Context: an optimization exercise on an open-source flow, tuned for small area, a short achievable clock period and few clock cycles. The choices shown serve that exercise and are no tape-out recipe.
In this exercise RTL edits were held to simulation tests only and were not proved equivalent to the original.
No activity file was given, so power comes from the tool's default toggle rates.

job 101:
==> flow/design.v (excerpt) <==
module stoker_core (
    input             clk,
    input             rst,
    output     [11:0] i_addr,
    input      [31:0] i_rdata,
    output            d_req,
    output            d_we,
    output     [12:0] d_addr,
    output     [3:0]  d_be,
    output     [31:0] d_wdata,
    input      [31:0] d_rdata,
    output reg        halted,
    output reg        except,
    output reg [1:0]  exc_class,
    output reg [2:0]  exc_sub,
    output     [13:0] exc_pc,
    output     [31:0] exc_insn,
    output reg [31:0] exc_addr
);
Settings: LEC_CHECK=0, CAP_MARGIN=20, CORE_MARGIN=2, CORE_UTILIZATION=30, PLACE_DENSITY=0.45, SLEW_MARGIN=20; clock period 24.0 ns.
standard.sh (not shown) runs the stock make flow with config.mk's settings and CLKGATE_MAP_FILE= SYNTH_SCRIPT=/design/flow/synth_recipe.tcl, a recipe that flattens the netlist after the stock synthesis.
==> flow/flow/run.sh <==
#!/bin/bash
# The standard layout, with the timing repair aiming for more setup slack
# than the 24 ns clock needs, so that the achieved period shrinks.
set -euo pipefail
bash standard.sh SETUP_SLACK_MARGIN=17 finish > standard_flow.log 2>&1
Every stage of the flow completed for job 101, and the final layout passed the timing, design-rule and antenna checks.
Testbench counts of job 101, summed over its fixed seeds: cycles 148,028.
diff inputs: job 101 => job 102
--- a/flow/design.v
+++ b/flow/design.v
@@ -618,19 +618,19 @@
                          (e_msz == 2'd1 && agu[0]);
     wire        x_mem  = (e_ld || e_st) && (x_adr || x_aln);
     wire        exc_now = e_go && (e_exc_pre || x_mem);
     wire        st_go  = e_go && e_st && !x_adr && !x_aln;
     wire [3:0]  st_be  = (e_msz == 2'd0) ? 4'b1111 :
                          (e_msz == 2'd1) ? (agu[1] ? 4'b1100 : 4'b0011) :
                                            (4'b0001 << agu[1:0]);
     wire [31:0] st_dat = (e_msz == 2'd0) ? eb :
                          (e_msz == 2'd1) ? {2{eb[15:0]}} : {4{eb[7:0]}};
-    assign d_req   = sb_v || (e_go && e_ld);
+    assign d_req   = sb_v || (e_valid && e_ld && !halted);
     assign d_we    = sb_v;
     assign d_addr  = sb_v ? sb_addr : e_maddr;
     assign d_be    = sb_be;
     assign d_wdata = sb_data;
     wire        e_multi = (e_mul || mc_cm) && e_step != 2'd3;
     wire        e_busy = e_go && !e_exc_pre && (e_multi || (e_ld && sb_v));
     wire        e_last = !e_multi;
     wire        e_we   = e_go && !e_exc_pre && e_last && e_wr;
     wire        e_stop = e_go && (e_exc_pre || x_mem || e_halt);
==> comparison <==
Job 101 -> job 102: clock-buffer cell count increased by a few percent
Compared with job 101, job 102 shows a relative contribution of sequential cells to total power that is 0.7 points higher.
Higher register-to-register slack was reported by job 101, not job 102.
Compound-cell area share of the yosys netlist ended up 0.43 points lower on job 102 than on job 101.
Taking job 101 as the reference, in job 102 utilization went up; overall power went down.
In job 102, shortest period the worst path allows is higher than in job 101.
Job 102 ended up with fl_s as its end of the critical path; job 101 ended up with d_req.
In job 102, the cell-internal power came out 0.000029 W above the value in job 101.
Detailed-route wire length (job 102 over job 101): decrease, 0.72%
Testbench counts of job 102, summed over its fixed seeds: cycles 148,028.

--- another note on this design; it stands on its own ---

alpha:
==> flow/design.v (excerpt) <==
module stoker_core (
    input             clk,
    input             rst,
    output     [11:0] i_addr,
    input      [31:0] i_rdata,
    output            d_req,
    output            d_we,
    output     [12:0] d_addr,
    output     [3:0]  d_be,
    output     [31:0] d_wdata,
    input      [31:0] d_rdata,
    output reg        halted,
    output reg        except,
    output reg [1:0]  exc_class,
    output reg [2:0]  exc_sub,
    output     [13:0] exc_pc,
    output     [31:0] exc_insn,
    output reg [31:0] exc_addr
);
clock: 24.0 ns
lec_check: 0
cap_margin: 20
core_margin: 2
core_utilization: 40
place_density: 0.55
slew_margin: 20
standard.sh (not shown) runs the stock make flow with config.mk's settings and CLKGATE_MAP_FILE= SYNTH_SCRIPT=/design/flow/synth_recipe.tcl, a recipe that flattens the netlist after the stock synthesis.
==> flow/flow/run.sh <==
#!/bin/bash
# The standard layout, with two changes: the timing repair aims for more
# setup slack than the 24 ns clock needs, so that the achieved period shrinks,
# and the port buffers are buf_2 rather than the default delay-cell buffer.
set -euo pipefail
bash standard.sh SETUP_SLACK_MARGIN=17 "BUFFER_PORTS_ARGS=-buffer_cell sky130_fd_sc_hd__buf_2" finish > standard_flow.log 2>&1
Testbench counts of alpha, summed over its fixed seeds: cycles 147,780.
Edits applied to the flow inputs when going from alpha to beta:
# alpha
export LEC_CHECK = 0
export CAP_MARGIN = 20
export CORE_MARGIN = 2
export CORE_UTILIZATION = 40
export PLACE_DENSITY = 0.55
export SLEW_MARGIN = 20
create_clock -name core_clock -period 24.0 [get_ports {clk}]
# beta
export LEC_CHECK = 0
export CAP_MARGIN = 20
export CORE_MARGIN = 2
export CORE_UTILIZATION = 30
export PLACE_DENSITY = 0.45
export SLEW_MARGIN = 20
create_clock -name core_clock -period 24.0 [get_ports {clk}]
--- outcome ---
Delta (beta minus alpha): worst hold slack shows an increase of 0.031 ns, final critical delay including setup and external delays dropped 0.24 ns.
beta vs alpha, global-route usage went down by 11 points.
Of the two values seen for end point of the critical path, fl_s$_SDFFE_PP0P_ was produced by beta and mq_a[3]$_DFFE_PP_ by alpha.

[port drivers added, routing unchanged]
Ports are ideal in the flow. The routed layouts listed here were re-timed in OpenROAD.
Step 1 sets driving cells, clkbuf_16 on the clock port and buf_2 on the other inputs (assumed; they add their load-dependent delay and slew).
Step 2 also shifts input and output timing later by t, the mid clock arrival at the registers, as if the neighbouring blocks saw the same clock.
a / b / c = ideal ports / drivers / drivers and shift; a / b = the first two.
run | t, ns | setup slack, ns | cell pins on the clock port's net
job 101 | 0.924 | 16.773 / 16.676 / 15.949 | 1
job 102 | 0.923 | 16.731 / 16.731 / 16.054 | 1
alpha | 0.903 | 16.543 / 16.543 / 15.994 | 1
beta | 0.886 | 16.786 / 16.786 / 16.111 | 1
After both steps every run listed still meets setup and hold. For job 101, which loses most, drivers alone change the setup slack by -0.097 ns; drivers and shift together by -0.824 ns.
